This design comes from an exercise in tuning for small area, a short achievable clock period and few clock cycles per item on the open sky130 flow, not from production work. Only simulation tests tie the RTL to the original design; equivalence was not proved. No activity file was given, so power comes from the tool's default toggle rates.

==> indigo <==
==> flow/design.v (excerpt) <==
module slot_decoder (
    input  wire        clk,
    input  wire        rst,
    input  wire [31:0] ovf_cap,
    input  wire        in_valid,
    output wire        in_ready,
    input  wire [63:0] in_data,
    output reg         out_valid,
    input  wire        out_ready,
    output reg         out_last,
    output reg  [2:0]  out_kind,
    output reg  [1:0]  out_row,
    output reg  [3:0]  out_col,
    output reg  [31:0] out_data
);
make LEC_CHECK=0 CAP_MARGIN=20 CORE_MARGIN=2 CORE_UTILIZATION=30 PLACE_DENSITY=0.5 SETUP_SLACK_MARGIN=5 SLEW_MARGIN=20 finish   # period 10.0 ns
run.sh (not shown) runs the stock make flow with config.mk's settings and CLKGATE_MAP_FILE= SYNTH_SCRIPT=/design/flow/synth_recipe.tcl, a recipe that flattens the netlist after the stock synthesis.
==> harbor: changes against indigo <==
--- a/flow/design.v
+++ b/flow/design.v
@@ -6,11 +6,11 @@
     output wire        in_ready,
     input  wire [63:0] in_data,
     output reg         out_valid,
     input  wire        out_ready,
     output reg         out_last,
-    output reg  [2:0]  out_kind,
+    output wire [2:0]  out_kind,
     output reg  [1:0]  out_row,
     output reg  [3:0]  out_col,
     output reg  [31:0] out_data
 );
     localparam [2:0] K_OK      = 3'd0,
@@ -40,12 +40,10 @@
     reg [1:0]  qn;           
     reg [2:0]  st;
     wire coded_ok  = !hdr[7] && hdr[4:0] == 5'd0;
     wire hdr_bad   = (hdr[4:0] != 5'd0) || (hdr[7] && hdr[6:5] != 2'd0);
     wire to_ring   = in_ovf || (coded_ok && st != S_PAD);
-    wire pad_done = (st == S_PAD) && !rr_v;
-    assign in_ready = (in_rem == 6'd0) ? (!hdr_v || pad_done) : (!to_ring || !qn[1]);
     wire take     = in_valid && in_ready;
     wire take_hdr = take && (in_rem == 6'd0);
     wire take_dat = take && (in_rem != 6'd0);
     wire push     = take_dat && to_ring;
     wire first_w  = in_ovf ? (in_rem == 6'd32) : (in_rem == 6'd7);
@@ -64,22 +62,25 @@
     reg [6:0]  ptr;          
     reg [2:0]  wrem;         
     reg [5:0]  cnt;          
     reg [1:0]  ri;           
     reg [2:0]  kk;           
-    reg        perr;         
     reg [15:0] crc;
+    reg        perr;         
     reg        rr_v;
     reg [1:0]  rr_t;
     reg [9:0]  rm0, rm1, rm2, rm3;
     reg [5:0]  rr_c;
     reg [2:0]  rr_ek;        
     reg [1:0]  rr_ei;        
     reg        ab_v;
     wire advance = !out_valid || out_ready;
+    assign out_kind = out_data[2:0];     
     wire ab_free = !ab_v || advance;
     wire rr_free = !rr_v || ab_free;
+    wire pad_done = (st == S_PAD) && rr_free;
+    assign in_ready = (in_rem == 6'd0) ? (!hdr_v || pad_done) : (!to_ring || !qn[1]);
     wire [5:0] p6 = ptr[5:0];
     wire [127:0] ring = {b1, b0};
     wire [6:0]   e_at = ptr + 7'd24;
     wire [86:0]  e6 = e_at[6] ? {ring[22:0], ring[127:64]} : ring[86:0];
     wire [54:0]  e5 = e_at[5] ? e6[86:32] : e6[54:0];
@@ -154,10 +155,14 @@
         fz[nb] = 1'b1;
     end
     wire escape = fz[15];
     reg [24:0] s_oh;         
     reg [9:0]  sm;
+    function [9:0] rfast;
+        input [1:0] fm;
+        rfast = (fm == 2'd1) ? 10'h3FF : (fm == 2'd2) ? 10'd1 : 10'd0;
+    endfunction
     integer n_i;
     always @* begin
         s_oh = 25'd0;
         sm   = 10'd0;
         if (zero_len) begin
@@ -174,10 +179,11 @@
         end
     end
     wire [4:0] s_len = zero_len ? 5'd0 : escape ? 5'd24 : {1'b0, nb} + {2'd0, kk} + 5'd1;
     wire [6:0] s_end = {1'b0, p6} + {2'd0, s_len};
     wire s_over  = (wrem == 3'd0) ? !zero_len : (wrem == 3'd1 && s_end > 7'd64);
+    wire [9:0] s_r = sm[0] ? ~{1'b0, sm[9:1]} : {1'b0, sm[9:1]};
     wire bad_esc = escape && !zero_len && hd[23:15] == 9'h1FF;
     wire dec_go = (st == S_DEC) && hv && avail && rr_free;
     wire s_err  = s_over || bad_esc;
     reg [3:0] f_len;         
     integer c_i;
@@ -264,10 +270,14 @@
     wire raw_pop = (st == S_RAW) && in_ovf && p_push && cnt[0];
     wire dec_pop = dec_go && wcross && wrem != 3'd0;
     wire pop     = raw_pop || dec_pop;
     reg [7:0]  pcol [0:3];   
     reg [2:0]  rk;           
+    reg        pd_v;         
+    reg        pd_rng;
+    reg [2:0]  pd_ek;
+    wire [2:0] pd_kind = pd_rng ? K_RANGE : pd_ek;
     wire [1:0] pred = hdr[6:5];
     wire [7:0] seed = hdr[15:8];
     reg [1:0]  ab_t;
     reg [5:0]  ab_c;
     reg [7:0]  ab_x0, ab_x1;     
@@ -286,11 +296,11 @@
         input       ul;
         input       uu;
         reg   [11:0] r, a, b, s;
         reg          chain, avg;
         begin
-            r = mm[0] ? ~{3'b000, mm[9:1]} : {3'b000, mm[9:1]};
+            r = {{2{mm[9]}}, mm};
             chain = (pr != 2'd3) && (ul || (!uu && pr != 2'd1));
             avg   = (pr == 2'd2) && !ul && !uu;
             a = chain ? {4'd0, lf} : {4'd0, (pr == 2'd3) ? sd : up};
             b = avg ? ({4'd0, up} + {r[10:0], 1'b0}) : r;
             s = a + b;
@@ -318,10 +328,11 @@
             hv        <= 1'b0;
             st        <= S_IDLE;
             rr_v      <= 1'b0;
             ab_v      <= 1'b0;
             rk        <= 3'd0;
+            pd_v      <= 1'b0;
             out_valid <= 1'b0;
         end else begin
             if (take_hdr) begin
                 hdr    <= in_data;
                 hdr_v  <= 1'b1;
@@ -405,11 +416,11 @@
             end else if (p_push) begin
                 crc <= crc_nx;
                 cnt <= cnt + 6'd1;
                 if (cnt[0]) ptr[6] <= !ptr[6];
                 if (cnt == 6'd63) begin
-                    crc   <= crc_nx ^ hdr[55:40];    
+                    crc <= crc_nx ^ hdr[55:40];    
                     hdr_v <= 1'b0;   
                     st    <= S_STAT;
                 end
             end
             S_STAT: if (rr_free) st <= S_IDLE;
@@ -424,33 +435,33 @@
                         if (ri <= 2'd2) rm2 <= 10'd0;
                         rm3 <= 10'd0;
                     end else begin
                         case (ri)
                         2'd0: begin
-                            rm0 <= {8'd0, fm0};
-                            if (nz2) rm1 <= {8'd0, fm1};
-                            if (nz3) rm2 <= {8'd0, fm2};
-                            if (nz4) rm3 <= {8'd0, fm3};
+                            rm0 <= rfast(fm0);
+                            if (nz2) rm1 <= rfast(fm1);
+                            if (nz3) rm2 <= rfast(fm2);
+                            if (nz4) rm3 <= rfast(fm3);
                         end
                         2'd1: begin
-                            rm1 <= {8'd0, fm0};
-                            if (nz2) rm2 <= {8'd0, fm1};
-                            if (nz3) rm3 <= {8'd0, fm2};
+                            rm1 <= rfast(fm0);
+                            if (nz2) rm2 <= rfast(fm1);
+                            if (nz3) rm3 <= rfast(fm2);
                         end
                         2'd2: begin
-                            rm2 <= {8'd0, fm0};
-                            if (nz2) rm3 <= {8'd0, fm1};
+                            rm2 <= rfast(fm0);
+                            if (nz2) rm3 <= rfast(fm1);
                         end
-                        default: rm3 <= {8'd0, fm0};
+                        default: rm3 <= rfast(fm0);
                         endcase
                     end
                 end else begin
                     case (ri)
-                    2'd0: rm0 <= sm;
-                    2'd1: rm1 <= sm;
-                    2'd2: rm2 <= sm;
-                    default: rm3 <= sm;
+                    2'd0: rm0 <= s_r;
+                    2'd1: rm1 <= s_r;
+                    2'd2: rm2 <= s_r;
+                    default: rm3 <= s_r;
                     endcase
                 end
             end
             if (p_push) begin
                 rr_v  <= 1'b1;
@@ -483,33 +494,37 @@
                 end else if (rr_t == T_RAW) begin
                     ab_x0  <= rm0[7:0];
                     ab_x1  <= rm1[7:0];
                 end
             end
+            if (pd_v) begin
+                pd_v <= 1'b0;
+                if (rk == 3'd0) rk <= pd_kind;
+            end
             if (advance) begin
                 out_valid <= ab_v;
                 if (ab_v) begin
                     out_last <= (ab_t == T_STS);
                     case (ab_t)
                     T_ROW: begin
                         out_row   <= b_y;
                         out_col   <= ab_c[5:2];
                         out_data  <= {b_p3[7:0], b_p2[7:0], ab_x1, ab_x0};
                         pcol[b_y] <= b_p3[7:0];
-                        if (rk == 3'd0) begin
-                            if (row_range)            rk <= K_RANGE;
-                            else if (ab_ek != 3'd0)   rk <= ab_ek;
-                        end
+                        pd_v      <= 1'b1;
+                        pd_rng    <= row_range;
+                        pd_ek     <= ab_ek;
                     end
                     T_RAW: begin
                         out_row  <= ab_c[5:4];
                         out_col  <= ab_c[3:0];
                         out_data <= {ab_m3[7:0], ab_m2[7:0], ab_x1, ab_x0};
                     end
                     default: begin
-                        out_kind <= (rk != 3'd0) ? rk : ab_ek;
+                        out_data[2:0] <= (rk != 3'd0) ? rk : (pd_v && pd_kind != 3'd0) ? pd_kind : ab_ek;
                         rk       <= 3'd0;
+                        pd_v     <= 1'b0;
                     end
                     endcase
                 end
             end
         end
- ABC_AREA: unset -> 1
- CORE_UTILIZATION: 30 -> 45
- PLACE_DENSITY: 0.5 -> 0.65
- TNS_END_PERCENT: unset -> 5
==> qor summary <==
                                                                           harbor                     indigo
Overall power consumption                                                  8170 uW                   10200 uW
Hold WS                                                                     420 ps                     425 ps
Die boundary height                                                         289 um                     358 um
Cell with the most instances after synthesis              sky130_fd_sc_hd__nand2_1  sky130_fd_sc_hd__edfxtp_1
Fraction of the mapped netlist area in compound gates                        23.2%                      19.5%
Area share of the largest cell type after synthesis                          37.3%                      36.3%
Routing usage on met1                                                        43.8%                      31.9%
Post-detailed-route via-to-cell ratio                                         6.11                       5.83
Final cell count without fillers                                              6166                       5870
Share of the final layout cell area in multi-input gates                     47.3%                      50.5%
Avg Inst Size Synth                                                       7.57 um2                   9.54 um2
Ratio of total power to cell area                                       186 nW/um2                 221 nW/um2
Clk sinks                                                                      478                        476
Post-placement cell area                                                 39000 um2                  40900 um2
Vias in the first global route                                               33900                      32900
Adder and majority cell fraction of the synthesized area                     5.10%                      5.01%
Gate count after technology mapping                                           4845                       3935
Outcome                                           no timing/DRC/antenna violations  no timing/DRC/antenna violations
Worst setup slack after layout                                             4890 ps                    4750 ps
Area occupied by multi-input gates                                       20800 um2                  23200 um2
Testbench counts of indigo, summed over its fixed seeds: cycles 178,267, slots 2,400.
Testbench counts of harbor, summed over its fixed seeds: cycles 177,687, slots 2,400.

==> re-timing with driven ports <==
Ports are ideal in the flow. The routed layouts listed here were re-timed in OpenROAD. Step 1, drivers: a clkbuf_16 drives clk and a buf_2 each remaining input, both assumed. Step 2 adds t to the input delays and takes it off the output delays; t is the mean of the earliest and latest rising clock arrival at the registers after step 1. Input paths then give back, and output paths get back, about the clock's delay inside the block. a / b / c = ideal / step 1 / step 2; a / b = the first two.
| run | t (ns) | slack for setup (ns) | pins driven straight from the clock port |
|---|---|---|---|
| indigo | 0.701 | 4.749 / 4.749 / 4.344 | 1 |
| harbor | 0.699 | 4.886 / 4.886 / 4.460 | 1 |
After both steps every run listed still meets setup and hold. For harbor, which loses most, drivers alone change the setup slack by 0.000 ns; drivers and shift together by -0.426 ns.
